This design comes from an exercise in tuning for small area, a short achievable clock period and few clock cycles per item on the open sky130 flow, not from production work. Only simulation tests tie the RTL to the original design; equivalence was not proved.

**design/flow/run.sh**
```bash
#!/bin/bash
# synth_recipe.tcl (not shown) runs the flow's synth.tcl, then flattens the netlist and writes it again
# the make line also repeats each setting of config.mk as NAME=value (left out here)
make -C /OpenROAD-flow-scripts/flow DESIGN_CONFIG=/design/flow/config.mk WORK_HOME=/design/flow/orfs CLKGATE_MAP_FILE= SYNTH_SCRIPT=/design/flow/synth_recipe.tcl finish
```
**design/flow/config.mk**
```make
export PLATFORM = sky130hd
export DESIGN_NAME = cle_cascade
export DESIGN_NICKNAME = cle_cascade
export VERILOG_FILES = /design/flow/design.v
export SDC_FILE = /design/flow/constraint.sdc
export NUM_CORES = 4
export LEC_CHECK = 0
export CAP_MARGIN = 20
export CORE_MARGIN = 2
export CORE_UTILIZATION = 40
export SLEW_MARGIN = 20
```
**design/flow/constraint.sdc**
```tcl
create_clock -name core_clock -period 25.0 [get_ports {clk}]
set_input_delay 5.0000 -clock core_clock [delete_from_list [all_inputs] [get_ports {clk}]]
set_output_delay 5.0000 -clock core_clock [all_outputs]
set_load 0.01 [all_outputs]
```
**design/flow/design.v**
```verilog
module cle_cascade (
    input  wire        clk,
    input  wire        rst,         
    input  wire        cfg_we,
    input  wire [4:0]  cfg_addr,
    input  wire [31:0] cfg_wdata,
    input  wire        clear,       
    input  wire        start,
    input  wire [31:0] r,
    input  wire [31:0] y,
    input  wire        y_valid,
    output wire        ready,
    output reg         done,
    output reg  [31:0] u,
    output reg  [1:0]  sat,         
    output reg  [31:0] y_used,
    output reg  [7:0]  invcnt,
    output reg  [63:0] s
);
    localparam S_IDLE  = 3'd0;
    localparam S_BQ    = 3'd1;
    localparam S_INTEG = 3'd2;
    localparam S_DIV   = 3'd3;
    localparam S_CLAMP = 3'd4;
    localparam S_OUT   = 3'd5;
    localparam signed [64:0] S_LIM = 65'sd32767 <<< 48;
    reg [31:0] coef [0:25];
    reg [2:0]  nbq_cfg;
    wire [2:0] nbq = (nbq_cfg > 3'd4) ? 3'd4 : nbq_cfg;
    wire signed [31:0] kp   = coef[20];
    wire signed [31:0] ki   = coef[21];
    wire signed [31:0] umin = coef[22];
    wire signed [31:0] umax = coef[23];
    wire signed [31:0] imin = coef[24];
    wire signed [31:0] imax = coef[25];
    always @(posedge clk) begin
        if (cfg_we) begin
            if (cfg_addr == 5'd26)
                nbq_cfg <= cfg_wdata[2:0];
            else if (cfg_addr < 5'd26)
                coef[cfg_addr] <= cfg_wdata;
        end
    end
    reg signed [31:0] x1 [0:3];
    reg signed [31:0] x2 [0:3];
    reg signed [31:0] y1 [0:3];
    reg signed [31:0] y2 [0:3];
    reg signed [31:0] yh0, yh1;      
    reg [1:0]         sat_flag;      
    reg [2:0]         state;
    reg signed [31:0] e;
    reg [1:0]         bi;            
    reg [2:0]         term;          
    reg signed [53:0] acc;
    reg               div_pass;      
    reg [6:0]         div_cnt;
    reg [72:0]        div_num;       
    reg [72:0]        div_q;
    reg [32:0]        div_rem;
    reg               div_neg;
    assign ready = (state == S_IDLE);
    function signed [31:0] sat32;
        input signed [72:0] v;
        begin
            if (v > 73'sh7FFFFFFF)
                sat32 = 32'sh7FFFFFFF;
            else if (v < -73'sh80000000)
                sat32 = -32'sh80000000;
            else
                sat32 = v[31:0];
        end
    endfunction
    function signed [31:0] q31;
        input signed [72:0] v;
        reg   signed [72:0] t;
        begin
            t   = (v + 73'sd65536) >>> 17;
            q31 = sat32(t);
        end
    endfunction
    reg  signed [31:0] mul_a, mul_b;
    wire signed [63:0] mul_p = mul_a * mul_b;
    always @(*) begin
        mul_a = coef[{2'b00, bi} * 5 + {2'b00, term}];
        case (term)
            3'd0:    mul_b = e;
            3'd1:    mul_b = x1[bi];
            3'd2:    mul_b = x2[bi];
            3'd3:    mul_b = y1[bi];
            default: mul_b = y2[bi];
        endcase
        if (state == S_OUT) begin
            mul_a = kp;
            mul_b = e;
        end
    end
    wire signed [53:0] term_val = mul_p >>> 13;
    wire signed [53:0] acc_next = (term < 3'd3) ? acc + term_val : acc - term_val;
    wire signed [31:0] v_new    = q31({{19{acc_next[53]}}, acc_next});
    wire inhibit = (sat_flag == 2'd1 && e > 0) || (sat_flag == 2'd2 && e < 0);
    wire signed [64:0] s_sum = {s[63], s} + (inhibit ? 65'sd0 : ({{33{e[31]}}, e} <<< 17));
    wire signed [64:0] s_lim = (s_sum > S_LIM) ? S_LIM : (s_sum < -S_LIM) ? -S_LIM : s_sum;
    wire signed [31:0] num_lo = ki[31] ? imax : imin;
    wire signed [31:0] num_hi = ki[31] ? imin : imax;
    wire [31:0]        ki_mag  = ki[31] ? -ki : ki;
    wire [32:0]        rem_sh  = {div_rem[31:0], div_num[72]};
    wire               rem_ge  = rem_sh >= {1'b0, ki_mag};
    wire               rem_nz  = (div_rem != 33'd0);
    wire signed [74:0] q_pos   = {2'b00, div_q};
    wire signed [74:0] bound   = div_pass
        ? (div_neg ? -(q_pos + (rem_nz ? 75'sd1 : 75'sd0)) : q_pos)               
        : (div_neg ? -q_pos : q_pos + (rem_nz ? 75'sd1 : 75'sd0));                
    wire signed [74:0] s_wide  = {{11{s[63]}}, s};
    wire signed [95:0] ki_s    = ki * $signed(s);
    wire signed [72:0] kp_term = mul_p >>> 7;
    wire signed [95:0] ki_term = ki_s >>> 24;
    wire signed [72:0] raw     = kp_term + ki_term[72:0];
    wire signed [72:0] umax_w  = {{41{umax[31]}}, umax} <<< 17;
    wire signed [72:0] umin_w  = {{41{umin[31]}}, umin} <<< 17;
    integer k;
    always @(posedge clk) begin
        if (rst) begin
            state    <= S_IDLE;
            done     <= 1'b0;
            s        <= 64'd0;
            sat_flag <= 2'd0;
            yh0      <= 32'd0;
            yh1      <= 32'd0;
            invcnt   <= 8'd0;
            for (k = 0; k < 4; k = k + 1) begin
                x1[k] <= 32'd0;
                x2[k] <= 32'd0;
                y1[k] <= 32'd0;
                y2[k] <= 32'd0;
            end
        end else begin
            done <= 1'b0;
            case (state)
                S_IDLE: begin
                    if (clear) begin
                        s        <= 64'd0;
                        sat_flag <= 2'd0;
                        yh0      <= 32'd0;
                        yh1      <= 32'd0;
                        invcnt   <= 8'd0;
                        for (k = 0; k < 4; k = k + 1) begin
                            x1[k] <= 32'd0;
                            x2[k] <= 32'd0;
                            y1[k] <= 32'd0;
                            y2[k] <= 32'd0;
                        end
                    end else if (start) begin : accept
                        reg signed [31:0] yv;
                        yv = y_valid ? $signed(y)
                                     : sat32(({{41{yh0[31]}}, yh0} <<< 1) - {{41{yh1[31]}}, yh1});
                        yh0    <= yv;
                        yh1    <= yh0;
                        y_used <= yv;
                        if (y_valid)
                            invcnt <= 8'd0;
                        else if (invcnt != 8'd255)
                            invcnt <= invcnt + 8'd1;
                        e     <= sat32({{41{r[31]}}, r} - {{41{yv[31]}}, yv});
                        bi    <= 2'd0;
                        term  <= 3'd0;
                        acc   <= 54'd0;
                        state <= (nbq == 3'd0) ? S_INTEG : S_BQ;
                    end
                end
                S_BQ: begin
                    if (term == 3'd4) begin
                        x2[bi] <= x1[bi];
                        x1[bi] <= e;
                        y2[bi] <= y1[bi];
                        y1[bi] <= v_new;
                        e      <= v_new;
                        acc    <= 54'd0;
                        term   <= 3'd0;
                        bi     <= bi + 2'd1;
                        if ({1'b0, bi} + 3'd1 == nbq)
                            state <= S_INTEG;
                    end else begin
                        acc  <= acc_next;
                        term <= term + 3'd1;
                    end
                end
                S_INTEG: begin
                    s <= s_lim[63:0];
                    if (ki != 32'sd0) begin
                        div_pass <= 1'b0;
                        div_cnt  <= 7'd0;
                        div_num  <= {(num_lo[31] ? -num_lo : num_lo), 41'd0};
                        div_neg  <= num_lo[31] ^ ki[31];
                        div_q    <= 73'd0;
                        div_rem  <= 33'd0;
                        state    <= S_DIV;
                    end else begin
                        state <= S_OUT;
                    end
                end
                S_DIV: begin
                    div_rem <= rem_ge ? rem_sh - {1'b0, ki_mag} : rem_sh;
                    div_q   <= {div_q[71:0], rem_ge};
                    div_num <= {div_num[71:0], 1'b0};
                    div_cnt <= div_cnt + 7'd1;
                    if (div_cnt == 7'd72)
                        state <= S_CLAMP;
                end
                S_CLAMP: begin
                    if (!div_pass) begin
                        if (s_wide < bound)
                            s <= bound[63:0];
                        div_pass <= 1'b1;
                        div_cnt  <= 7'd0;
                        div_num  <= {(num_hi[31] ? -num_hi : num_hi), 41'd0};
                        div_neg  <= num_hi[31] ^ ki[31];
                        div_q    <= 73'd0;
                        div_rem  <= 33'd0;
                        state    <= S_DIV;
                    end else begin
                        if (s_wide > bound)
                            s <= bound[63:0];
                        state <= S_OUT;
                    end
                end
                S_OUT: begin
                    if (raw > umax_w) begin
                        u        <= umax;
                        sat      <= 2'd1;
                        sat_flag <= 2'd1;
                    end else if (raw < umin_w) begin
                        u        <= umin;
                        sat      <= 2'd2;
                        sat_flag <= 2'd2;
                    end else begin
                        u        <= q31(raw);
                        sat      <= 2'd0;
                        sat_flag <= 2'd0;
                    end
                    done  <= 1'b1;
                    state <= S_IDLE;
                end
                default: state <= S_IDLE;
            endcase
        end
    end
endmodule
```
==> impl_metrics.json <==
{
  "synth_edf_count": 1715,
  "crit_path_frequent_cell": "fa_1",
  "dieArea_mm2": 0.529,
  "crit_path_start_kind": "flip-flop",
  "post-synth-top-count-cell": "inv_1",
  "fin_util": 0.436,
  "drtAntennaViolNets": 0,
  "grt_pass1_vias": 161757,
  "period_share": 0.897,
  "dpl.hpwl_um": 551000,
  "grt_pass1_wl_um": 1110000,
  "core_area_mm2": 0.521,
  "slew_viol_final": 0,
  "end_kind": "flip-flop",
  "crit_arrival_ps": 23060,
  "ff_latch_area_mm2": 0.0545,
  "nNetsFinal": 24695,
  "syn-instance-count": 20820,
  "gp_congestion": 1.00,
  "ys_types": 117,
  "worstPathMaxFanout": 44,
  "netlist.area_leader.share": 0.299,
  "cts_root_buffer": "clkbuf_16",
  "fmax_mhz": 44.6,
  "num-fill-cells": 49737,
  "criticalPathCategory": "flip-flop to flip-flop",
  "netlist_area_mm2": 0.209,
  "yosysTopAreaCell": "fa_1",
  "hold_path.class": "flip-flop to flip-flop",
  "clock-sinks": 1859,
  "cts_buffer_depth": 4,
  "fp.dieH_um": 728,
  "status": "no timing/DRC/antenna violations",
  "async_reset_ff_frac": 0,
  "antenna_found_initial": 44,
  "timing.setup.tns_ps": 0,
  "critical_path.slowest_cell": "nor4_1",
  "io_pins": 247,
  "gr-total-overflow": 0,
  "r2r-end": "u[6]",
  "hold_viol": 0,
  "io_buffers": 246,
  "grt_max_degree": 248,
  "yosys_register_bits": 1859,
  "required_ps": 25630,
  "yosysSeqAreaShare": 0.260,
  "drv_cap": 0,
  "tritoncts": "done",
  "initial_utilization": 0.402,
  "startpoint": "bi[0]",
  "finalClockSkew_ps": 108,
  "ff2ff_setup_slack_ps": 2570,
  "postCtsHoldBufs": 0,
  "area_growth_pct": 8.47,
  "synth.area.top_cells": "fa_1 (30%), edfxtp_1 (25%), inv_1 (6.1%)",
  "ys.flop_type": "edfxtp_1",
  "slew_headroom": 0.184,
  "grt_use_total": 0.281,
  "min_delay_worst_endpoint": "yh1[25]",
  "rr_worst_depth": 63,
  "drt_wl_total_um": 747000,
  "first_iter_violations": 17057,
  "ys_warn_count": 1,
  "die_x_um": 728,
  "whs_ps": 474,
  "drc": 0,
  "clk_latency_ps": 970,
  "drive_above_1_share": 0.0699,
  "htreeDepth": 4,
  "min_from": "yh1[25]",
  "clkTransAtPathRegs_ps": 60,
  "core.rowCount": 265,
  "rsz0062_at_grt": "false",
  "synth_common_cells": "inv_1 (3394), fa_1 (3130), nand2_1 (2726)",
  "multi_input_area_mm2": 0.139,
  "r2r-start": "bi[0]",
  "min_period_ps": 22430,
  "slowest_delay_ps": 1040,
  "vias": 158928,
  "synth.avg_cell_area_um2": 10.1,
  "first_pass_iters": 6,
  "tightest_slew_ps": 1220,
  "wl_per_cell_um": 27.0,
  "cts_resized": 0,
  "hold_depth": 1,
  "setup_violations": 0,
  "via_per_inst": 5.74,
  "cts_inserted_buffers": 210,
  "post_cts_buffers": 0
}
## cell families after synthesis
family	share of synthesized area
muxes	0.0473
buffers and inverters	0.0828
AOI/OAI and AO/OA	0.0830
other	0.0000179
and+or+nand+nor	0.146
xor gates and xnor gates	0.0282
adders and majority gates	0.353
DFF	0.260
## worst max-delay path, delay by kind of cell (launching register included)
family                     cells  cell delay [ps]
muxes                          2             1060
adders and majority gates     12             6020
AOI/OAI and AO/OA             18             6280
buffers and inverters         13             3310
and+or+nand+nor               18             4620
DFF                            1              610
## metrics by stage
stage	worst slack [ps]	std cells	cell area [um^2]
final	2570	27688	227000
after global routing	1550	27675	227000
after CTS	3150	27666	227000
after floorplan	8130	20883	210000
after global placement	3430	27278	220000
after detailed placement	3330	27280	220000
## area by class of cell
class | instances | share of cell area
clock inverter | 124 | 0.00554
tap | 6942 | 0.0382
sequential | 1859 | 0.240
antenna | 19 | 0.000209
timing repair buffer | 648 | 0.0250
clock buffer | 262 | 0.0245
multi-input combinational | 14433 | 0.611
inverter | 3401 | 0.0562
## layout by cell type (no fill, tap or decap), types with 77 or more instances in the layout
cell type           n
mux4_2            380
clkbuf_16         212
o211ai_1           77
nor3_1            250
a21o_1            299
fa_1             3129
a31oi_1            84
ha_1              899
xor2_1            269
mux2i_1           118
xnor2_1           399
o21ai_0           386
or3_1              94
edfxtp_1         1715
nor4_1             95
inv_1            3393
and2_1            555
nand3_1           219
a22oi_1           107
nand2b_1          207
dfxtp_1            87
and3_1            549
nand4_1           149
nor2_1           1343
buf_4             378
clkdlybuf4s50_1   228
nor2b_1           108
a21oi_1           685
a211oi_1           89
nand2_1          2720
o21a_1            105
## flip-flops by register name, indices dropped and copies added, names as in the netlist, 8 cells and up, named ones only
register and cells:
coef 896, x1 128, x2 128, y1 128
y2 128, div_q 73, s 64, acc 54
div_rem 33, div_num 32, e 32, u 32
y_used 32, yh0 32, yh1 32, invcnt 8
## worst max-delay path by stage
stage,depth (start not counted),end,slack [ps]
floorplan,64,u[10],8130
CTS,63,u[6],3150
global route,63,u[6],1550
global placement,62,u[6],3430
detailed placement,63,u[6],3330
finish,63,u[6],2570
## layer usage
layer,wire length [um],global-route usage,up-vias,share of wire
li1,-,-,67508,-
met1,297000,0.380,82207,0.40
met2,331000,0.433,7854,0.44
met3,68900,0.0494,1345,0.092
met4,49300,0.149,14,0.066
met5,92,0,-,0.00012
Testbench counts, summed over its fixed seeds: cycles 797,232, samples 4,800.

==> afterwards: timing with drivers on the ports <==
The results above use ideal ports. As a check the final layout listed here was re-extracted and re-timed, cells and wires unchanged. Step 1 assumes that a clkbuf_16 drives the clock port and a buf_2 every other input. Step 2 times the ports against the registers' clock, not the clock port: input delays grow and output delays shrink by t, the midpoint of the rising clock arrivals with the driver on. Three values: ideal, step 1, step 2; two values: the first two.
t, ns: 1.030
slack for setup (ns): 2.572 / 2.572 / 2.572
worst hold slack (ns): 0.474 / 0.474 / 0.474
worst setup path at the end: register to register
After both steps this run still meets setup and hold. The setup slack of this run moves by 0.000 ns with the drivers and by 0.000 ns with both steps.
